Context: an optimization exercise on an open-source flow, tuned for small area, a short achievable clock period and few clock cycles per item. The choices shown serve that exercise and are no tape-out recipe.
Only simulation tests tie the RTL to the original design; equivalence was not proved.

`design/flow/standard.sh`:
```
#!/bin/bash
# synth_recipe.tcl (not shown) runs the flow's synth.tcl, then flattens the netlist and writes it again
# the make line also repeats each setting of config.mk as NAME=value (left out here)
make -C /OpenROAD-flow-scripts/flow DESIGN_CONFIG=/design/flow/config.mk WORK_HOME=/design/flow/orfs CLKGATE_MAP_FILE= SYNTH_SCRIPT=/design/flow/synth_recipe.tcl "${@:-finish}"
```
`design/flow/flow/run.sh`:
```
#!/bin/bash
# Layout flow: the standard flow (standard synthesis unchanged), with
#  - the port buffers made as sky130_fd_sc_hd__buf_1 instead of the default
#    delay buffer,
#  - the clock tree built from sky130_fd_sc_hd__clkbuf_8 without dummy loads.
# Every ORFS step still writes its own log under orfs/logs/; make's own
# output goes to flow_make.log here.
set -euo pipefail
export BUFFER_PORTS_ARGS="-buffer_cell sky130_fd_sc_hd__buf_1"
export CTS_ARGS="-sink_clustering_enable -repair_clock_nets -buf_list sky130_fd_sc_hd__clkbuf_8 -dont_use_dummy_load"
bash standard.sh > flow_make.log 2>&1 || { tail -50 flow_make.log; exit 1; }
tail -5 flow_make.log
```
`design/flow/design.v`:
```
module sha256_compress (
    input  wire         clk,
    input  wire         rst,         
    input  wire         in_valid,
    output wire         in_ready,
    input  wire [255:0] in_state,
    input  wire [511:0] in_block,
    output wire         out_valid,
    input  wire         out_ready,
    output wire [255:0] out_state
);
    reg         run;                 
    reg         outv;                
    reg  [6:0]  kidx;                
    reg  [31:0] a, b, c, d, e, f, g, p;
    reg  [31:0] win [0:15];          
    reg         rnd;                 
    reg         fin;                 
    reg         rot1, rot2, rot3;    
    reg         wport_sel;           
    reg         nok;                 
    wire        en   = run | ~outv | out_ready;
    assign in_ready  = rot3;
    assign out_valid = outv;
    assign out_state = {d, a, b, c, p, e, f, g};
    wire [31:0] H0 = in_state[255:224], H1 = in_state[223:192],
                H2 = in_state[191:160], H3 = in_state[159:128],
                H4 = in_state[127:96],  H5 = in_state[95:64],
                H6 = in_state[63:32],   H7 = in_state[31:0];
    reg  [6:0]  kidx_nxt;
    reg  [31:0] k, k_nxt;
    always @(*) begin
        case (kidx_nxt)
            7'd0: k_nxt = 32'h428a2f98;
            7'd1: k_nxt = 32'h71374491;
            7'd2: k_nxt = 32'hb5c0fbcf;
            7'd3: k_nxt = 32'he9b5dba5;
            7'd4: k_nxt = 32'h3956c25b;
            7'd5: k_nxt = 32'h59f111f1;
            7'd6: k_nxt = 32'h923f82a4;
            7'd7: k_nxt = 32'hab1c5ed5;
            7'd8: k_nxt = 32'hd807aa98;
            7'd9: k_nxt = 32'h12835b01;
            7'd10: k_nxt = 32'h243185be;
            7'd11: k_nxt = 32'h550c7dc3;
            7'd12: k_nxt = 32'h72be5d74;
            7'd13: k_nxt = 32'h80deb1fe;
            7'd14: k_nxt = 32'h9bdc06a7;
            7'd15: k_nxt = 32'hc19bf174;
            7'd16: k_nxt = 32'he49b69c1;
            7'd17: k_nxt = 32'hefbe4786;
            7'd18: k_nxt = 32'h0fc19dc6;
            7'd19: k_nxt = 32'h240ca1cc;
            7'd20: k_nxt = 32'h2de92c6f;
            7'd21: k_nxt = 32'h4a7484aa;
            7'd22: k_nxt = 32'h5cb0a9dc;
            7'd23: k_nxt = 32'h76f988da;
            7'd24: k_nxt = 32'h983e5152;
            7'd25: k_nxt = 32'ha831c66d;
            7'd26: k_nxt = 32'hb00327c8;
            7'd27: k_nxt = 32'hbf597fc7;
            7'd28: k_nxt = 32'hc6e00bf3;
            7'd29: k_nxt = 32'hd5a79147;
            7'd30: k_nxt = 32'h06ca6351;
            7'd31: k_nxt = 32'h14292967;
            7'd32: k_nxt = 32'h27b70a85;
            7'd33: k_nxt = 32'h2e1b2138;
            7'd34: k_nxt = 32'h4d2c6dfc;
            7'd35: k_nxt = 32'h53380d13;
            7'd36: k_nxt = 32'h650a7354;
            7'd37: k_nxt = 32'h766a0abb;
            7'd38: k_nxt = 32'h81c2c92e;
            7'd39: k_nxt = 32'h92722c85;
            7'd40: k_nxt = 32'ha2bfe8a1;
            7'd41: k_nxt = 32'ha81a664b;
            7'd42: k_nxt = 32'hc24b8b70;
            7'd43: k_nxt = 32'hc76c51a3;
            7'd44: k_nxt = 32'hd192e819;
            7'd45: k_nxt = 32'hd6990624;
            7'd46: k_nxt = 32'hf40e3585;
            7'd47: k_nxt = 32'h106aa070;
            7'd48: k_nxt = 32'h19a4c116;
            7'd49: k_nxt = 32'h1e376c08;
            7'd50: k_nxt = 32'h2748774c;
            7'd51: k_nxt = 32'h34b0bcb5;
            7'd52: k_nxt = 32'h391c0cb3;
            7'd53: k_nxt = 32'h4ed8aa4a;
            7'd54: k_nxt = 32'h5b9cca4f;
            7'd55: k_nxt = 32'h682e6ff3;
            7'd56: k_nxt = 32'h748f82ee;
            7'd57: k_nxt = 32'h78a5636f;
            7'd58: k_nxt = 32'h84c87814;
            7'd59: k_nxt = 32'h8cc70208;
            7'd60: k_nxt = 32'h90befffa;
            7'd61: k_nxt = 32'ha4506ceb;
            7'd62: k_nxt = 32'hbef9a3f7;
            7'd63: k_nxt = 32'hc67178f2;
            default: k_nxt = 32'h00000000;
        endcase
    end
    always @(posedge clk)
        k <= k_nxt;
    reg [31:0] wport;
    always @(*) begin
        case (kidx[3:0])
            4'd0:  wport = in_block[479:448];
            4'd1:  wport = in_block[447:416];
            4'd2:  wport = in_block[415:384];
            4'd3:  wport = in_block[383:352];
            4'd4:  wport = in_block[351:320];
            4'd5:  wport = in_block[319:288];
            4'd6:  wport = in_block[287:256];
            4'd7:  wport = in_block[255:224];
            4'd8:  wport = in_block[223:192];
            4'd9:  wport = in_block[191:160];
            4'd10: wport = in_block[159:128];
            4'd11: wport = in_block[127:96];
            4'd12: wport = in_block[95:64];
            4'd13: wport = in_block[63:32];
            default: wport = in_block[31:0];
        endcase
    end
    wire [31:0] w1 = win[1], w6 = win[6], w14 = win[14], w15 = win[15];
    wire [31:0] ssig1 = {w1[16:0], w1[31:17]} ^ {w1[18:0], w1[31:19]} ^ {10'b0, w1[31:10]};
    wire [31:0] ssig0 = {w14[6:0], w14[31:7]} ^ {w14[17:0], w14[31:18]} ^ {3'b000, w14[31:3]};
    wire [31:0] wsch  = ssig1 + w6 + ssig0 + w15;
    wire [31:0] wnext = wport_sel ? wport : wsch;
    integer i;
    always @(posedge clk) begin
        win[0] <= wnext;
        win[1] <= run ? win[0] : in_block[511:480];
        for (i = 2; i < 16; i = i + 1)
            win[i] <= win[i-1];
    end
    reg  [31:0] s1r, chr;
    wire [31:0] bsig0 = {a[1:0], a[31:2]} ^ {a[12:0], a[31:13]} ^ {a[21:0], a[31:22]};
    wire [31:0] maj   = (a & b) ^ (a & c) ^ (b & c);
    wire [31:0] xt = s1r ^ chr ^ p;
    wire [31:0] yt = {(s1r[30:0] & chr[30:0]) | (s1r[30:0] & p[30:0]) | (chr[30:0] & p[30:0]), 1'b0};
    wire [31:0] xe = xt ^ yt ^ d;
    wire [31:0] ye = {(xt[30:0] & yt[30:0]) | (xt[30:0] & d[30:0]) | (yt[30:0] & d[30:0]), 1'b0};
    wire [31:0] e_rnd = xe + ye;
    wire [31:0] xa2 = xt ^ yt ^ bsig0;
    wire [31:0] ya2 = {(xt[30:0] & yt[30:0]) | (xt[30:0] & bsig0[30:0]) | (yt[30:0] & bsig0[30:0]), 1'b0};
    wire [31:0] xa3 = xa2 ^ ya2 ^ maj;
    wire [31:0] ya3 = {(xa2[30:0] & ya2[30:0]) | (xa2[30:0] & maj[30:0]) | (ya2[30:0] & maj[30:0]), 1'b0};
    wire [31:0] a_rnd = xa3 + ya3;
    wire [31:0] e_nxt = rnd ? e_rnd : (run ? p : H4);
    wire [31:0] f_nxt = run ? e : H5;
    wire [31:0] g_nxt = run ? f : H6;
    always @(posedge clk) begin
        s1r <= {e_nxt[5:0], e_nxt[31:6]} ^ {e_nxt[10:0], e_nxt[31:11]} ^ {e_nxt[24:0], e_nxt[31:25]};
        chr <= (e_nxt & f_nxt) ^ (~e_nxt & g_nxt);
    end
    wire [31:0] pg = run ? g : H7;
    wire        sw = run & ~nok;
    wire [31:0] pw = ({32{sw}} & win[0]) | ({32{~run}} & in_block[511:480])
                   | ({32{fin}} & H7) | ({32{rot1}} & H6) | ({32{rot2}} & H5) | ({32{rot3}} & H4);
    wire [31:0] p_nxt = pg + k + pw;
    wire [31:0] dc = run ? c : 32'd0;
    wire [31:0] dh = ({32{fin | ~run}} & H3) | ({32{rot1}} & H2) | ({32{rot2}} & H1) | ({32{rot3}} & H0);
    wire [31:0] d_nxt = dc + dh;
    always @(posedge clk) begin
        if (en) begin
            a <= rnd ? a_rnd : (run ? d : H0);
            e <= e_nxt;
            b <= run ? a : H1;
            c <= run ? b : H2;
            d <= d_nxt;
            f <= f_nxt;
            g <= g_nxt;
            p <= p_nxt;
        end
    end
    wire start = in_valid & ~run & (~outv | out_ready);
    always @(*) begin
        if (rst)
            kidx_nxt = 7'd0;
        else if (run)
            kidx_nxt = rot3 ? 7'd0 : kidx + 7'd1;
        else
            kidx_nxt = start ? 7'd1 : 7'd0;
    end
    always @(posedge clk) begin
        kidx <= kidx_nxt;
        if (rst) begin
            run  <= 1'b0;
            outv <= 1'b0;
            rnd  <= 1'b0;
            fin  <= 1'b0;
            rot1 <= 1'b0;
            rot2 <= 1'b0;
            rot3 <= 1'b0;
            wport_sel <= 1'b1;
            nok  <= 1'b0;
        end else begin
            fin  <= rnd & (kidx == 7'd63);
            rot1 <= fin;
            rot2 <= rot1;
            rot3 <= rot2;
            if (run) begin
                wport_sel <= rot3 | (kidx < 7'd14);
                nok  <= ~rot3 & (kidx >= 7'd63);
                if (fin)
                    rnd <= 1'b0;
                if (rot3) begin
                    run  <= 1'b0;
                    outv <= 1'b1;
                end
            end else begin
                if (out_ready)
                    outv <= 1'b0;
                if (start) begin
                    run  <= 1'b1;
                    rnd  <= 1'b1;
                end
            end
        end
    end
endmodule
```
`design/flow/config.mk`:
```
export PLATFORM = sky130hd
export DESIGN_NAME = sha256_compress
export DESIGN_NICKNAME = sha256_compress
export VERILOG_FILES = /design/flow/design.v
export SDC_FILE = /design/flow/constraint.sdc
export NUM_CORES = 4
export LEC_CHECK = 0
export ABC_AREA = 1
export CAP_MARGIN = 20
export CORE_MARGIN = 2
export CORE_UTILIZATION = 40
export PLACE_DENSITY = 0.6
export SETUP_SLACK_MARGIN = 4.2
export SLEW_MARGIN = 20
export TNS_END_PERCENT = 5
```
`design/flow/constraint.sdc`:
```
create_clock -name core_clock -period 8.0 [get_ports {clk}]
set_input_delay 1.6000 -clock core_clock [delete_from_list [all_inputs] [get_ports {clk}]]
set_output_delay 1.6000 -clock core_clock [all_outputs]
set_load 0.01 [all_outputs]
```
==> summary.txt, run 1 <==
- The leading register cell type out of synthesis is dfxtp_1.
- The cell row count is 130.
- The count of endpoints failing setup in the final report is 0.
- Counting every net in the synthesized netlist gives 7501.
- The H-tree was split into 4 levels.
- STA puts the critical path data required time at slightly below 9 ns.
- The core region is approximately 130000 sq um.
- The largest total area in the synthesized netlist belongs to dfxtp_1.
- Counting instances in the post-synthesis netlist gives the leading cell types as nand2_1, inv_1, dfxtp_1.
- In the synthesized netlist the async set-or-reset flop fraction comes to 0%.
- Yosys printed 2 warnings.
- At the end of the flow, the number of nets in the layout was 8660.
- In the finished design, the share of the clock period the worst path needs comes to 52.9%.
- The number of buffers inserted for hold repair after clock tree synthesis is 0.
- The global routing met2 resource utilization is 57.2%.
- The wire length of the first global-routing pass is 390 mm.
- The count of fill cells added during filler insertion is between 10000 and 15000.
- The pin count of the biggest net entering global routing is 123.
- The total of buffers placed on input and output ports is 1029.
- Counting every sink on the clock net gives 880.
- The buffering stage count on the worst path with inverters included is 4.
- The setup slack of the most critical reg-to-reg path is 3.77 ns.
- The total routing resource utilization after global routing is 44.4%.
- The kind of cell with the highest combined delay along the critical path is compound AO/OA/AOI/OAI gates.
- The flow ran to the end and the layout has no timing, DRC or antenna violations.
- The number of max-cap violations is 0.
- The smallest clock period supported by the final layout is computed as between 4 and 5 ns.
- The met1 usage in global routing is 64.5%.
- For this run, global-route usage on met3 was measured as 20.5%.
- The final-layout setup total negative slack is 0 ns.
- The fraction of post-synthesis cell area in the top cell type by area is roughly a quarter.
- The post-synthesis compound-gate area fraction is 11.0%.
- For the pin with the worst max-slew slack, the measured transition is 1.12 ns.
- The effective utilization at floorplan is 40.1%.
- Setup repair after global routing could not meet its margin everywhere.
- The tightest min-delay check is of the reg2reg type.
- The average size of a mapped cell is 7.90 sq um.
- The cell count after synthesis is 6361.
- The share of post-route cells with drive strength above 1 is 11.3%.
- The final weighted congestion in routability-driven placement is 1.08.
- The area growth from synthesis to layout is 22.2%.
- The flip-flop count of the largest register, all copies and words added is 512.
- The register with the highest flop count is win.
- The clock passes through at most 3 buffers.
- Measured against its own limit, the worst slew margin works out to 25.6%.
- TritonCTS built the clock tree.
- The half-perimeter wire length after detailed placement is 241 mm.
- The basic-gate share of the synthesized area counting and, or, nand and nor cells is a little under a quarter.
- Summing the areas of all xor and xnor instances in the mapped netlist gives ~5.4% of the synthesized area.
- The total number of vias is 53600.
- After the flow finishes, the layout carries non-filler instances totaling 9188.
- The detailed-router iteration count before antenna repair is 9.
- At the worst endpoint, the arrival time is 4.95 ns.
- By area the synthesized netlist is led by dfxtp_1, edfxtp_1, nand2_1.
- By area, the combinational part of the netlist is dominated by simple AND/OR/NAND/NOR gates.
- 1030 I/O pins were placed.
- Counting flops with a built-in enable in the synthesized netlist gives 256.
- The total placed instance area is 55800 sq um.
- Summing the areas of all fa, ha and maj instances in the mapped netlist gives 12.6% of the synthesized area.
- The number of distinct library cells after synthesis is 63.
- The DRC violations left is 0.
- The via density per instance is around 5.8.
- Of the post-synthesis cell area, the part taken by muxes is 0.0398%.
- The number of buffers inserted during clock tree synthesis is 144.
- The total overflow left after global routing is 0.
- The worst setup path category is reg2reg.
- Among all cell types in the netlist, the one instantiated most often is nand2_1.
- The die is 359 microns tall.
- The detailed-route wire length is about 300 mm.
- Dividing the detail-routed wire length by the instance count gives 32.3 microns.
- The fraction of the yosys area taken by sequential cells is between 40% and 50%.
- The initial antenna violation count is 58.
- Summing every instance area after synthesis gives 50300 sq um.
- The worst setup path is launched from a flip-flop.
- The biggest cell delay along the critical path is 0.76 ns.
- The largest individual stage delay along the critical path comes from the cell a22oi_1.
- met1 is the most crowded layer.
- The floorplan step set the die width to 359 microns.
- The number of global-route vias before repair is 48400.
- Based on the critical path, the design can be clocked at up to 0.236 GHz.
- The residual antenna-violating net count after detailed routing is 0.
- Clock-pin slew was measured on the worst setup and hold paths at about 0.060 ns.
- The floorplan die area is 129000 sq um.
- The total count of max-transition violations in the final report was 0.
- The final count of hold timing violations is 0.
- In this run, the number of DRC markers left after iteration 0 of detailed routing was between 8000 and 9000.
- Across the routed clock network, the largest skew measured is between 0.09 and 0.1 ns.
- The maximum fanout along the worst path is 35.
- The final instance area is 61400 sq um.
- After detailed placement, the design holds a cell count of 8869.
- The register bit total from synthesis is 880.
- Walking the worst path, the cells encountered are inv_1, ha_1, buf_4, inv_1, nor2_4, buf_4, a22oi_1, nand4_1, nor3_2, a21boi_1, o21ai_1.
- The source-to-sink clock delay at the later pin of the worst-skew pair is 0.88 ns.
- The root buffer cell chosen for the clock tree is clkbuf_8.
- The element type at the critical path end is a flip-flop.
through the flow:
step | setup slack, ns | hold slack (ns) | utilization, %
after global routing | 3.74 | 0.273 | 49.0
after global placement | 2.44 | 0.310 | 44.5
after floorplan | 3.47 | 0.310 | -
after CTS | 4.07 | 0.267 | 48.2
final | 3.77 | 0.279 | 49.0
after detailed placement | 2.56 | 0.312 | 44.5
per-layer routing:
metal | share of wire, % | wire (microns) | up-vias
met5 | 0.051 | 152 | -
met4 | 3.5 | 10300 | 24
met1 | 43 | 126000 | 26100
li1 | - | - | 23000
met3 | 16 | 47800 | 555
met2 | 38 | 112000 | 4037
layout by cell type, fill, tap and decap left out, types with 19 or more instances in the layout:
cell type / n
xor2_2: 22
nand2_4: 36
a21oi_2: 38
xor2_1: 147
nor2_2: 24
o21ai_1: 47
o211ai_1: 47
dfxtp_1: 583
nand3_1: 304
o21ai_0: 265
dfxtp_2: 23
a21o_1: 19
inv_1: 695
diode_2: 20
a221oi_1: 30
o21bai_1: 20
nand2_2: 75
ha_1: 130
a21oi_1: 305
maj3_1: 30
xnor2_1: 118
xnor2_2: 20
nor3_1: 40
ha_4: 36
a31oi_1: 37
buf_4: 191
fa_1: 179
nor2_1: 259
nand4_1: 123
nand3_2: 20
inv_2: 39
nand2_1: 1871
clkbuf_8: 144
buf_1: 1028
edfxtp_1: 256
o2111ai_1: 42
cell families after synthesis:
logic type	count (synthesis)
xor+xnor	311
simple gates	2839
compound gates	946
fa+ha+maj	398
flops	880
mux	2
buf+inv	985
final cells by class:
cell class	count	area, sq um	share of cell area, %
multi-input combinational	4496	28500	46.3
sequential	880	20300	33.0
timing repair buffer	1246	5700	9.28
inverter	750	2870	4.67
tap	1650	2060	3.36
clock buffer	144	1980	3.23
antenna	20	50.0	0.0815
timing repair inverter	2	17.5	0.0285
worst paths after layout:
| kind | start | to | cells past startpoint |
|---|---|---|---|
| worst max register to register | kidx[0] | win[0][19] | 11 |
| worst min-delay path | win[4][18] | win[5][18] | 0 |
| worst min register to register | win[4][18] | win[5][18] | 0 |
| worst max-delay path | kidx[0] | win[0][19] | 11 |
repair_timing:
action                     in CTS  in global routing
setup endpoints to repair     201                188
pin swaps                      92                 69
setup buffers                 120                 32
gates cloned                    3                  0
gates resized for setup       383                205
Testbench counts, summed over its fixed seeds: cycles 34,824, blocks 512.
==> run 2, diff against run 1 <==
--- a/design/flow/design.v
+++ b/design/flow/design.v
@@ -99,6 +99,15 @@
         endcase
     end
+    reg [31:0] kh_nxt;
+    always @(*) begin
+        case (kidx_nxt[1:0])
+            2'd0:    kh_nxt = H7;
+            2'd1:    kh_nxt = H6;
+            2'd2:    kh_nxt = H5;
+            default: kh_nxt = H4;
+        endcase
+    end
     always @(posedge clk)
-        k <= k_nxt;
+        k <= kidx_nxt[6] ? kh_nxt : k_nxt;
     reg [31:0] wport;
     always @(*) begin
@@ -155,6 +164,5 @@
     wire [31:0] pg = run ? g : H7;
     wire        sw = run & ~nok;
-    wire [31:0] pw = ({32{sw}} & win[0]) | ({32{~run}} & in_block[511:480])
-                   | ({32{fin}} & H7) | ({32{rot1}} & H6) | ({32{rot2}} & H5) | ({32{rot3}} & H4);
+    wire [31:0] pw = ({32{sw}} & win[0]) | ({32{~run}} & in_block[511:480]);
     wire [31:0] p_nxt = pg + k + pw;
     wire [31:0] dc = run ? c : 32'd0;
--- a/design/flow/config.mk
+++ b/design/flow/config.mk
@@ -11,5 +11,4 @@
 export CORE_UTILIZATION = 40
 export PLACE_DENSITY = 0.6
-export SETUP_SLACK_MARGIN = 4.2
+export SETUP_SLACK_MARGIN = 4.0
 export SLEW_MARGIN = 20
-export TNS_END_PERCENT = 5
==> run 2 against run 1 <==
Routed wire length grew 1.7%. Fmax grew 4.1%. Flip-flop and latch count is the same. Cell area grew 1.0%. Synthesized cell count grew 2.5%. Final cell count grew 2.0%. Critical endpoint is now a[23]. Largest cell class unchanged. Highest routed layer unchanged.
==> summary.txt, run 2 <==
- The maximum fanout along the worst path is 4 (-89%).
- Yosys instantiated no cell more often than nand2_1.
- The critical path is of the reg2reg type.
- The instance count along the most critical hold path is 0 (unchanged).
- The register bit total from synthesis is 880 (unchanged).
- The buffer cell driving the clock tree root is clkbuf_8.
- The average size of a mapped cell is 7.79 sq um (-1.4%).
- Sorting the synthesized cells by area gives the leading types as dfxtp_1, nand2_1, edfxtp_1.
- The library cell used most frequently in the layout, excluding fill and tap cells, is nand2_1.
- The cell count after synthesis is 6521 (+2.5%).
- The worst setup slack after placement was 2.74 ns (+0.179 ns).
- The total routing resource utilization after global routing is 44.5% (+0.18 points).
- The capture instance of the worst register-to-register path is a[23].
- The total grt overflow was 0 (unchanged).
- The effective utilization at floorplan is 40.4% (+0.22 points).
- The cell that appears most often on the critical path is nand2_1.
- The layout-stage area growth over the synthesis result is 22.1% (about the same).
- The largest individual stage delay along the critical path comes from the cell fa_1.
- The final-layout setup total negative slack is 0 ns (unchanged).
- The total count of max-transition violations in the final report is 0 (unchanged).
- The final weighted congestion in routability-driven placement was 1.10 (+1.9%).
- The share of synthesized flip-flops with an asynchronous set or reset was 0% (unchanged).
- The critical path arrival is 4.61 ns (-0.34 ns).
- The worst reg2reg path startpoint is chr[2].
- On the critical path the largest part of the delay comes from adder cells.
- The worst setup path is captured at a flip-flop.
- Setup repair after global routing could not meet its margin everywhere.
- The flip-flop count of the largest register, all copies and words added was 512 (unchanged).
- The number of distinct library cells after synthesis is 54 (-14%).
- The share of post-route cells with drive strength above 1 was 10.8% (-0.55 points).
- The detailed-route wire length per cell is 32.2 microns (-0.34%).
- The violation count after the first detailed-routing iteration is 7725 (-7.8%).
- The clock skew after layout is 0.124 ns (+0.0272 ns).
- The CTS tree is done.
- The via density per instance came to 5.82 (-0.30%).
- The fraction of the yosys area taken by sequential cells was 39.7% (-0.42 points).
- The final cell count without fillers is 9375 (+2.0%).
- The total of buffers placed on input and output ports is 1029 (unchanged).
- The wire length of the first global-routing pass is 402 mm (+2.9%).
- The height of the chip is 360 microns (+0.53%).
- The worst hold path terminates at win[8][20].
- The highest attainable clock frequency was 0.246 GHz (+4.1%).
- The launching instance or port of the critical path is chr[2].
- The biggest cell delay along the critical path is 0.55 ns (-0.21 ns).
- The floorplan die area is 130000 sq um (+1.1%).
- The tightest hold margin is 0.251 ns (-0.0283 ns).
- The buffering stage count on the worst path with inverters included is 3 (-1).
- The number of synthesis warnings is 2 (unchanged).
- The fraction of post-synthesis cell area in the top cell type by area is 24.6% (-0.26 points).
- The top cell types in the final layout, fill and taps aside, are nand2_1, buf_1, inv_1.
- The signal on the critical path passes through inv_1, fa_2, or2_2, nand2_1, xor2_1, fa_1, inv_1, fa_2, inv_2, nand2_2, o21ai_4, a21oi_4, o21ai_4, nand2_1, nand2_2, nand2_2, nand2_1, nand2_1, nand3_1, nand2_1.
- The final worst-path cycle share is 50.8% (-2.1 points).
- The final net count is 8810 (+1.7%).
- The remaining max-slew budget at the tightest pin came to 18.9% (-6.6 points).
- The startpoint identified for the worst hold timing path is win[7][20].
- Ranked by instance count, the synthesized netlist is headed by nand2_1, inv_1, dfxtp_1.
- The number of global-route vias before repair is 50800 (+5.0%).
- The time the worst path needs with I/O delays and setup was 4.07 ns (-0.165 ns).
- The number of max-cap violations is 0 (unchanged).
- The die span in x was 360 microns (+0.53%).
- The detailed-router iteration count before antenna repair is 7 (-2).
- The count of endpoints failing setup in the final report came to 0 (unchanged).
- The data required time of the worst path came to 8.55 ns (-0.17 ns).
- The depth of the most critical reg-to-reg path came to 20 (+9).
- The clock input transition at the sequential cells of the worst setup and hold paths came to 0.06 ns (about the same).
- The number of sinks driven by the clock tree is 880 (unchanged).
- The kind of start point of the critical path is a flip-flop.
- The count of boundary I/O pins is 1030 (unchanged).
- The number of enable-type register cells in the synthesized netlist is 256 (unchanged).
- The pin count of the biggest net entering global routing came to 139 (+13%).
- Ranked by flip-flop count, first place goes to win.
- The half-perimeter wire length after detailed placement is 243 mm (+0.57%).
- The final setup slack of the worst path is 3.93 ns (+0.165 ns).
- The number of buffers inserted for hold repair after clock tree synthesis came to 0 (unchanged).
- The initial antenna violation count is 81 (+40%).
- The core box area is 126000 sq um (+0.52%).
- The total standard cell area after synthesis is 50800 sq um (+1.1%).
- The slew at the pin with the worst max-slew slack is 1.21 ns (+0.0952 ns).
- The DRC violations left was 0 (unchanged).
- The setup slack of the most critical reg-to-reg path is 3.93 ns (+0.16 ns).
- The net count after synthesis is 7658 (+2.1%).
- The detailed-route wire length is 302 mm (+1.7%).
- The count of fill cells added during filler insertion is 12700 (+0.087%).
- The leading register cell type out of synthesis is dfxtp_1.
- The flow ran to the end and the layout has no timing, DRC or antenna violations.
- The H-tree depth reported by CTS is 4 (unchanged).
- The source-to-sink clock delay at the later pin of the worst-skew pair is 0.90 ns (+0.02 ns).
- The number of buffers inserted during clock tree synthesis came to 145 (+0.69%).
- The synthesized design spends more area on one cell type than any other, namely dfxtp_1.
- The total instance count after detailed placement is 9009 (+1.6%).
- The cell row count is 130 (unchanged).
- The total number of vias is 54600 (+1.7%).
- The maximum clock path buffer count was 3 (unchanged).
- The min-delay analysis places its worst path in the category reg2reg.
- The residual antenna-violating net count after detailed routing was 0 (unchanged).
- The final count of hold timing violations came to 0 (unchanged).
==> run 2: cell families (layout without fill, tap and decap cells) <==
family                     after synthesis  after routing  synth area share [%]
muxes                                   32             32                 0.630
xor gates and xnor gates               313            313                  5.40
DFF                                    880            880                  39.7
other                                    0             54                     0
buffers and inverters                 1011           2160                  7.60
AOI/OAI and AO/OA                      832            832                  9.48
and+or+nand+nor                       3057           3058                  24.8
adders and majority gates              396            396                  12.4
==> run 2: through the flow <==
| stage | instance area, sq um | utilization (%) |
|---|---|---|
| final | 62100 | 49.3 |
| after global routing | 62000 | 49.2 |
| after CTS | 60200 | 47.8 |
| after detailed placement | 56300 | 44.8 |
| after global placement | 56300 | 44.8 |
| after floorplan | 50900 | - |
==> run 2: cell type report <==
class,count,area (sq um),share of cell area (%)
inverters,760,2920,4.70
flip-flops and latches,880,20200,32.6
repair buffers,1254,5880,9.48
diodes,54,135,0.218
multi-input cells,4631,28800,46.4
repair inverters,1,11.3,0.0181
well taps,1650,2060,3.33
clock buffers,145,2000,3.22
==> run 2: repair_timing <==
action | in CTS | in global routing
endpoints found under the setup margin | 191 | 146
pin swaps | 50 | 90
cloned | 1 | 2
buffers inserted | 85 | 78
gates resized for setup | 280 | 261
==> run 2: how the worst max path moves through the flow <==
stage | slack, ns | cells after the start | to
after floorplan | 3.52 | 2 | a[0]
after global placement | 2.77 | 14 | k[7]
after detailed placement | 2.74 | 16 | k[23]
after CTS | 3.94 | 21 | s1r[25]
after global routing | 3.87 | 24 | a[23]
final | 3.93 | 20 | a[23]
==> run 2: per-layer routing <==
layer	track usage [%]	vias up	wire length, microns	part of all wire, %
met5	0	-	332	0.11
met2	63.6	4056	122000	41
li1	-	23400	-	-
met1	58.7	26300	119000	39
met4	22.0	38	18500	6.1
met3	16.9	787	41800	14
Testbench counts of run 2, summed over its fixed seeds: cycles 34,824, blocks 512.
==> run 3, diff against run 2 <==
--- a/design/flow/config.mk
+++ b/design/flow/config.mk
@@ -11,4 +11,4 @@
 export CORE_UTILIZATION = 40
 export PLACE_DENSITY = 0.6
-export SETUP_SLACK_MARGIN = 4.0
+export SETUP_SLACK_MARGIN = 4.5
 export SLEW_MARGIN = 20
==> run 3 against run 2 <==
Synthesized cell count unchanged. Critical endpoint is now a[24]. Area after synthesis is the same. First-iteration DRC count grew 4.1%. Flip-flop and latch count stayed put. Routed wire length up 8.7%. Highest routed layer unchanged. Cell area up 8.3%.
==> summary.txt, run 3 <==
- The worst setup path category is reg2reg.
- The detailed-route wire length per cell is 34.4 microns (+7.0%).
- The kind of start point of the critical path is a flip-flop.
- The final weighted congestion in routability-driven placement is 1.09 (-1.3%).
- The total standard cell area after synthesis is 50800 sq um (unchanged).
- Setup repair after global routing could not meet its margin everywhere.
- The detailed-router iteration count before antenna repair is 7 (unchanged).
- The buffering stage count on the worst path with inverters included came to 7 (+4).
- The share of synthesized flip-flops with an asynchronous set or reset is 0% (unchanged).
- The total routing resource utilization after global routing is 48.5% (+4.0 points).
- The final worst-path cycle share is 51.9% (+1.1 points).
- Leaving out fill and tap cells, the most frequent cells in the layout are nand2_1, buf_1, inv_1.
- The register bit total from synthesis is 880 (unchanged).
- The worst min-delay path class is reg2reg.
- The clock skew after layout was 0.0916 ns (-0.0325 ns).
- The slowest stage of the critical path belongs to the cell fa_2.
- The total count of max-transition violations in the final report is 0 (unchanged).
- The register with the highest flop count is win.
- After synthesis, the cell types taking the most area are dfxtp_1, nand2_1, edfxtp_1.
- The clock input transition at the sequential cells of the worst setup and hold paths is 0.05 ns (about the same).
- The final-layout setup total negative slack came to 0 ns (unchanged).
- The total of buffers placed on input and output ports is 1029 (unchanged).
- Walking the worst path, the cells encountered are buf_6, inv_2, fa_1, inv_2, nor2_4, buf_4, buf_4, o21ai_4, fa_2, buf_4, buf_6, ha_4, nand2_4, nor3_4, nor2_2, o21ai_2, nand4_1, nand3_2, nand2_1, nand2_1, o21ai_1.
- The half-perimeter wire length after detailed placement is 258 mm (+6.5%).
- STA classifies the critical path endpoint as a flip-flop.
- The most frequent cell on the critical path is buf_4.
- The H-tree depth reported by CTS is 4 (unchanged).
- The count of boundary I/O pins came to 1030 (unchanged).
- The floorplan die area is 130000 sq um (unchanged).
- The highest attainable clock frequency is 0.241 GHz (-2.2%).
- The maximum fanout along the worst path is 3 (-1).
- The effective utilization at floorplan is 40.4% (unchanged).
- The final count of hold timing violations came to 0 (unchanged).
- The die span in x is 360 microns (unchanged).
- The wire length on met2 is 130 mm (+6.1%).
- The number of sinks driven by the clock tree is 880 (unchanged).
- The pin count of the biggest net entering global routing is 143 (+2.9%).
- The biggest cell delay along the critical path is 0.54 ns (about the same).
- The slew at the pin with the worst max-slew slack is 1.20 ns (-0.0156 ns).
- The top metal layer carrying routed signals is met5.
- The time the worst path needs with I/O delays and setup is 4.15 ns (+0.0897 ns).
- The net count after synthesis is 7658 (unchanged).
- The critical path arrival is 4.73 ns (+0.12 ns).
- The share of post-route cells with drive strength above 1 was 19.4% (+8.6 points).
- The remaining max-slew budget at the tightest pin is 19.4% (+0.47 points).
- The residual antenna-violating net count after detailed routing is 0 (unchanged).
- The fraction of the yosys area taken by sequential cells is 39.7% (unchanged).
- The via density per instance was 5.96 (+2.3%).
- The cell row count is 130 (unchanged).
- The number of buffers inserted during clock tree synthesis is 147 (+1.4%).
- The total number of vias is 56800 (+4.0%).
- The number of distinct library cells after synthesis is 54 (unchanged).
- The number of max-cap violations is 0 (unchanged).
- The flip-flop count of the largest register, all copies and words added is 512 (unchanged).
- For this run, the leading register cell type out of synthesis is dfxtp_1.
- The routed length on met3 is 45.2 mm (+8.0%).
- The violation count after the first detailed-routing iteration was 8038 (+4.1%).
- The fraction of post-synthesis cell area in the top cell type by area came to 24.6% (unchanged).
- TritonCTS built the clock tree.
- The most frequent cell after synthesis is nand2_1.
- The wire length the detailed router placed on met1 is 123 mm (+4.1%).
- The number of global-route vias before repair is 52700 (+3.6%).
- The most common cell after layout, fill and taps aside is nand2_1.
- The maximum clock path buffer count is 3 (unchanged).
- The detailed-route wire length is 328 mm (+8.7%).
- The data required time of the worst path is 8.57 ns (+0.02 ns).
- The cell count after synthesis is 6521 (unchanged).
- The initial antenna violation count is 59 (-27%).
- Counting instances in the post-synthesis netlist gives the leading cell types as nand2_1, inv_1, dfxtp_1.
- The average size of a mapped cell is 7.79 sq um (unchanged).
- The wire length of the first global-routing pass was 433 mm (+7.7%).
- The total grt overflow came to 0 (unchanged).
- The source-to-sink clock delay at the later pin of the worst-skew pair is 0.90 ns (about the same).
- The library cell occupying the most area in the post-synthesis netlist is dfxtp_1.
- The number of synthesis warnings is 2 (unchanged).
- The kind of cell with the highest combined delay along the critical path is adder cells.
- The count of endpoints failing setup in the final report is 0 (unchanged).
- The root buffer cell chosen for the clock tree is clkbuf_8.
- The final net count was 8981 (+1.9%).
- The height of the chip is 360 microns (unchanged).
- The core box area is 126000 sq um (unchanged).
- The number of enable-type register cells in the synthesized netlist is 256 (unchanged).
- The DRC violations left was 0 (unchanged).
- The layout-stage area growth over the synthesis result is 32.2%.
- The flow ran to the end and the layout has no timing, DRC or antenna violations.
==> run 3: cell counts after synthesis <==
No cell type changed its count.
==> run 3: final cells by class <==
type	count	area (sq um)
Fill cell	12100	58700
Multi-Input combinational cell	4632	32000
Sequential cell	880	20300
Timing Repair Buffer	1421	7680
Inverter	760	2950
Tap cell	1650	2060
Clock buffer	147	2020
Antenna cell	39	97.6
Timing Repair inverter	2	17.5
==> run 3: worst paths after layout <==
| path | startpoint | slack [ns] | end | cells after the start |
|---|---|---|---|---|
| max | p[1] | 3.85 | a[24] | 21 |
| min | win[10][29] | 0.26 | win[11][29] | 0 |
| max reg2reg | p[1] | 3.85 | a[24] | 21 |
| min reg2reg | win[10][29] | 0.26 | win[11][29] | 0 |
==> run 3: cell families (layout without fill, tap and decap cells) <==
logic type                 Yosys count  count (layout)  synth area share [%]
buffers and inverters             1011            2330                  7.60
muxes                               32              32                 0.630
other                                0              39                     0
xor gates and xnor gates           313             313                  5.40
and+or+nand+nor                   3057            3059                  24.8
AOI/OAI and AO/OA                  832             832                  9.48
DFF                                880             880                  39.7
adders and majority gates          396             396                  12.4
==> run 3: layer usage <==
metal	global-route usage [%]	vias to the layer above
li1	-	23700
met2	67.5	4410
met5	0	-
met1	61.4	27500
met4	35.0	34
met3	18.2	1074
==> run 3: per-stage QoR <==
stage	instances	instance area, sq um	util (%)	hold slack (ns)	worst slack [ns]
floorplan	6521	51400	-	0.310	3.52
CTS	9381	64100	50.9	0.256	3.92
detailed placement	9015	56900	45.2	0.312	2.24
global placement	9015	56900	45.2	0.310	2.30
global route	9514	67100	53.3	0.260	3.72
finish	9531	67200	53.4	0.263	3.85
==> run 3: repair_timing <==
action / 4_1_cts / 5_1_grt
pin swaps: 165 / 164
buffers inserted: 208 / 110
gates resized for setup: 850 / 485
setup endpoints to repair: 267 / 213
gates cloned: 11 / 1
hold buffers: 0 / 0
==> run 4, diff against run 3 <==
--- a/design/flow/design.v
+++ b/design/flow/design.v
@@ -99,15 +99,6 @@
         endcase
     end
-    reg [31:0] kh_nxt;
-    always @(*) begin
-        case (kidx_nxt[1:0])
-            2'd0:    kh_nxt = H7;
-            2'd1:    kh_nxt = H6;
-            2'd2:    kh_nxt = H5;
-            default: kh_nxt = H4;
-        endcase
-    end
     always @(posedge clk)
-        k <= kidx_nxt[6] ? kh_nxt : k_nxt;
+        k <= k_nxt;
     reg [31:0] wport;
     always @(*) begin
@@ -164,5 +155,6 @@
     wire [31:0] pg = run ? g : H7;
     wire        sw = run & ~nok;
-    wire [31:0] pw = ({32{sw}} & win[0]) | ({32{~run}} & in_block[511:480]);
+    wire [31:0] pw = ({32{sw}} & win[0]) | ({32{~run}} & in_block[511:480])
+                   | ({32{fin}} & H7) | ({32{rot1}} & H6) | ({32{rot2}} & H5) | ({32{rot3}} & H4);
     wire [31:0] p_nxt = pg + k + pw;
     wire [31:0] dc = run ? c : 32'd0;
==> design/flow/flow/run.sh (replaced) <==
#!/bin/bash
# Layout flow: the standard flow (standard synthesis unchanged), with
#  - the port buffers made as sky130_fd_sc_hd__buf_1 instead of the default
#    delay buffer,
#  - the clock tree built from sky130_fd_sc_hd__clkbuf_4 without dummy loads.
# Every ORFS step still writes its own log under orfs/logs/; make's own
# output goes to flow_make.log here.
set -euo pipefail
export BUFFER_PORTS_ARGS="-buffer_cell sky130_fd_sc_hd__buf_1"
export CTS_ARGS="-sink_clustering_enable -repair_clock_nets -buf_list sky130_fd_sc_hd__clkbuf_4 -dont_use_dummy_load"
bash standard.sh > flow_make.log 2>&1 || { tail -50 flow_make.log; exit 1; }
tail -5 flow_make.log
--- a/design/flow/config.mk
+++ b/design/flow/config.mk
@@ -11,4 +11,4 @@
 export CORE_UTILIZATION = 40
 export PLACE_DENSITY = 0.6
-export SETUP_SLACK_MARGIN = 4.5
+export SETUP_SLACK_MARGIN = 4.0
 export SLEW_MARGIN = 20
==> run 4 against run 3 <==
Critical path type unchanged. Critical path depth down 5. Worst setup slack lost 0.014 ns. Register-to-register slack hardly changed. Critical endpoint unchanged.
==> summary.txt, run 4 <==
- The biggest cell delay along the critical path came to 0.54 ns (about the same).
- The remaining max-slew budget at the tightest pin came to 11.4% (-8.1 points).
- The cell row count was 130 (unchanged).
- The final instance area is 61400 sq um (-8.6%).
- The maximum fanout along the worst path was 4 (+1).
- The total number of vias is 54100 (-4.7%).
- The final net count is 8743 (-2.7%).
- The run finished with no timing, DRC or antenna violations.
- In this run the critical register-to-register path is launched from a[6].
- The clock input transition at the sequential cells of the worst setup and hold paths is 0.06 ns (about the same).
- Traced cell by cell, the critical path runs through buf_4, buf_6, xnor2_2, xor2_1, inv_1, fa_1, fa_2, ha_4, buf_4, nand4_1, nor3_2, nand4_1, nand3_2, nand2_1, nand2_1, o21ai_0.
- The violation count after the first detailed-routing iteration is 7669 (-4.6%).
- The die span in x was 359 microns (-0.52%).
- The cell with the largest stage delay on the worst path is fa_1.
- Ranked by total cell area, the synthesized netlist is headed by dfxtp_1, edfxtp_1, nand2_1.
- The critical path arrival is 5.06 ns (+0.33 ns).
- The total standard cell area after synthesis is 50300 sq um (-1.1%).
- The time the worst path needs with I/O delays and setup is 4.17 ns (+0.0139 ns).
- The DRC violations left is 0 (unchanged).
- The average size of a mapped cell is 7.90 sq um (+1.4%).
- The worst setup path category is reg2reg.
- The detailed-router iteration count before antenna repair is 15 (+8).
- The capture point of the critical path is a[24].
- The total routing resource utilization after global routing is 44.0% (-4.6 points).
- The worst hold path belongs to the class reg2reg.
- The total placed instance area is 55800 sq um (-2.0%).
- The launching instance or port of the critical path is a[6].
- The maximum clock path buffer count is 3 (unchanged).
- The depth of the most critical reg-to-reg path is 16 (-24%).
- The fraction of post-synthesis cell area in the top cell type by area is 24.8% (+0.26 points).
- The depth of the critical timing path with buffers and inverters included is 16 (-24%).
- The final-layout setup total negative slack is 0 ns (unchanged).
- The final worst-path cycle share is 52.1% (+0.17 points).
- Among cell families on the critical path, the largest total delay comes from adder cells.
- The total instance count after detailed placement is 8862 (-1.7%).
- Setup repair after global routing could not meet its margin everywhere.
- The floorplan die area is 129000 sq um (-1.0%).
- The initial antenna violation count was 53 (-10%).
- The via density per instance is 5.83 (-2.2%).
- The commonest cells after synthesis are nand2_1, inv_1, dfxtp_1.
- The total of buffers placed on input and output ports was 1029 (unchanged).
- The slew at the pin with the worst max-slew slack is 1.32 ns (+0.123 ns).
- dfxtp_1 takes more of the synthesized area than any other cell.
- Among all flip-flop cells after synthesis, the most frequent one is dfxtp_1.
- win holds more flip-flops than any other register.
- The half-perimeter wire length after detailed placement is 237 mm (-8.2%).
- The number of enable-type register cells in the synthesized netlist is 256 (unchanged).
- The share of post-route cells with drive strength above 1 was 12.7% (-6.7 points).
- STA classifies the critical path startpoint as a flip-flop.
- The clock skew after layout was 0.171 ns (+0.0794 ns).
- The number of sinks driven by the clock tree is 880 (unchanged).
- The final count of hold timing violations is 0 (unchanged).
- The setup slack of the most critical reg-to-reg path came to 3.83 ns (about the same).
- From synthesis to final layout, the design area changed by 22.1%.
- The net count after synthesis came to 7501 (-2.1%).
- The number of global-route vias before repair is 48700 (-7.6%).
- The pin count of the biggest net entering global routing is 146 (+2.1%).
- The share of synthesized flip-flops with an asynchronous set or reset was 0% (unchanged).
- The number of distinct library cells after synthesis is 63 (+17%).
- The library cells used most frequently in the layout, excluding fill and tap cells, are nand2_1, buf_1, inv_1.
- The number of buffers inserted during clock tree synthesis is 218 (+48%).
- The detailed-route wire length came to 295 mm (-10%).
- The total grt overflow is 0 (unchanged).
- The worst setup path is captured at a flip-flop.
- The core box area was 125000 sq um (-0.52%).
- The height of the chip is 359 microns (-0.52%).
- The count of boundary I/O pins is 1030 (unchanged).
- The H-tree depth reported by CTS came to 4 (unchanged).
- The fraction of the yosys area taken by sequential cells is 40.1% (+0.42 points).
- The most frequent cell after synthesis is nand2_1.
- The worst register-to-register path ends at a[24].
- Clock tree synthesis selected as its root buffer the cell clkbuf_4.
- The cell count after synthesis is 6361 (-2.5%).
- The wire length of the first global-routing pass is 387 mm (-11%).
- The data required time of the worst path is 8.90 ns (+0.33 ns).
- The number of synthesis warnings is 2 (unchanged).
- The residual antenna-violating net count after detailed routing came to 0 (unchanged).
- The buffering stage count on the worst path with inverters included is 4 (-3).
- The total count of max-transition violations in the final report is 0 (unchanged).
- The number of max-cap violations is 0 (unchanged).
- The flip-flop count of the largest register, all copies and words added is 512 (unchanged).
- The library cell used most frequently in the layout, excluding fill and tap cells, is nand2_1.
- The highest attainable clock frequency is 0.240 GHz (-0.33%).
- The count of endpoints failing setup in the final report is 0 (unchanged).
- TritonCTS built the clock tree.
- The final weighted congestion in routability-driven placement is 1.20 (+10%).
- The effective utilization at floorplan came to 40.1% (-0.22 points).
- The detailed-route wire length per cell is 31.7 microns (-7.7%).
- The source-to-sink clock delay at the later pin of the worst-skew pair was 1.29 ns (+0.39 ns).
- The register bit total from synthesis came to 880 (unchanged).
- The final cell count without fillers is 9281 (-2.6%).
- The number of buffers inserted for hold repair after clock tree synthesis is 0 (unchanged).
[run 4: cell count changes in the layout (fill, tap and decap cells not counted), sizes merged, moves of 35 or more]
cell / delta
clkbuf: +61
nand2: -87
buf: -151
nand3: -103
a21oi: +66
o21ai: +35
[run 4: layout make-up]
type / count / area, sq um
Tap cell: 1650 / 2060
Sequential cell: 880 / 20300
Timing Repair Buffer: 1255 / 5840
Timing Repair inverter: 1 / 8.76
Multi-Input combinational cell: 4497 / 28600
Fill cell: 12700 / 63900
Antenna cell: 30 / 75.1
Clock buffer: 218 / 1640
Inverter: 750 / 2890
[run 4: per-stage QoR]
step                utilization, %  hold slack (ns)  worst slack (ns)
global placement              44.5            0.310              2.58
detailed placement            44.5            0.312              2.65
global route                  49.0            0.206              3.73
CTS                           47.3            0.206              3.95
finish                        49.0            0.197              3.83
floorplan                        -            0.310              3.47
[run 4: metal layers]
metal  wire [microns]  share of wire [%]  vias to the layer above  GRT usage [%]
met5              399               0.14                        -              0
met4            10500                3.6                       34           13.7
met3            47700                 16                      625           20.8
met2           114000                 39                     4110           58.3
met1           122000                 41                    26100           62.2
li1                 -                  -                    23200              -
[run 4: logic make-up after synthesis]
family	Yosys count	synth area share, %
buf+inv	985	7.62
compound gates	946	11.0
xor+xnor	311	5.42
mux	2	0.0398
flops	880	40.1
fa+ha+maj	398	12.6
simple gates	2839	23.2
[run 4: worst register-to-register path: stages (launching register included)]
cell and delay [ns]:
edfxtp_1 0.52, buf_4 0.20, buf_6 0.11, xnor2_2 0.14, xor2_1 0.23, inv_1 0.09, fa_1 0.54, fa_2 0.46
ha_4 0.31, buf_4 0.12, nand4_1 0.27, nor3_2 0.34, nand4_1 0.19, nand3_2 0.18, nand2_1 0.07, nand2_1 0.06
o21ai_0 0.07
[run 4: worst min path at each step]
stage                     slack [ns]   startpoint           to  cells past startpoint
after CTS                       0.21   win[2][31]   win[3][31]                      0
after global routing            0.21    win[3][9]    win[4][9]                      0
final                           0.20   win[2][31]   win[3][31]                      0
after floorplan                 0.31    win[9][0]   win[10][0]                      0
after global placement          0.31  win[12][20]  win[13][20]                      0
after detailed placement        0.31   win[13][5]   win[14][5]                      0
[run 4: what timing repair did]
action / in CTS / in global routing
endpoints found under the setup margin: 159 / 134
pin swaps: 51 / 106
gates resized for setup: 260 / 370
hold endpoints to repair: 0 / 0
gates cloned: 2 / 0
setup buffers: 89 / 80
Testbench counts of run 4, summed over its fixed seeds: cycles 34,824, blocks 512.

separate check: timing with driven ports:
The flow's constraints put no driver on any port. The routed layouts listed below were extracted and timed again, unchanged, in two steps.
Step 1, drivers: a clkbuf_16 drives clk and a buf_2 each remaining input, both assumed.
Step 2 adds t to the input delays and takes it off the output delays; t is the mean of the earliest and latest rising clock arrival at the registers after step 1. Input paths then give back, and output paths get back, about the clock's delay inside the block.
Slacks: no drivers / after step 1 / after step 2; pairs: no drivers / after step 1.
run	shift t [ns]	setup WS [ns]	slew at the worst register clock pin (ns)
run 1	0.913	3.770 / 3.770 / 3.039	0.08 / 0.08
run 2	0.924	3.935 / 3.935 / 3.147	0.07 / 0.07
run 3	0.941	3.845 / 3.845 / 3.410	0.08 / 0.08
run 4	1.273	3.831 / 3.831 / 3.046	0.08 / 0.08
After both steps setup and hold are still met in every run listed. For run 2, which loses most, drivers alone change the setup slack by 0.000 ns; drivers and shift together by -0.788 ns.
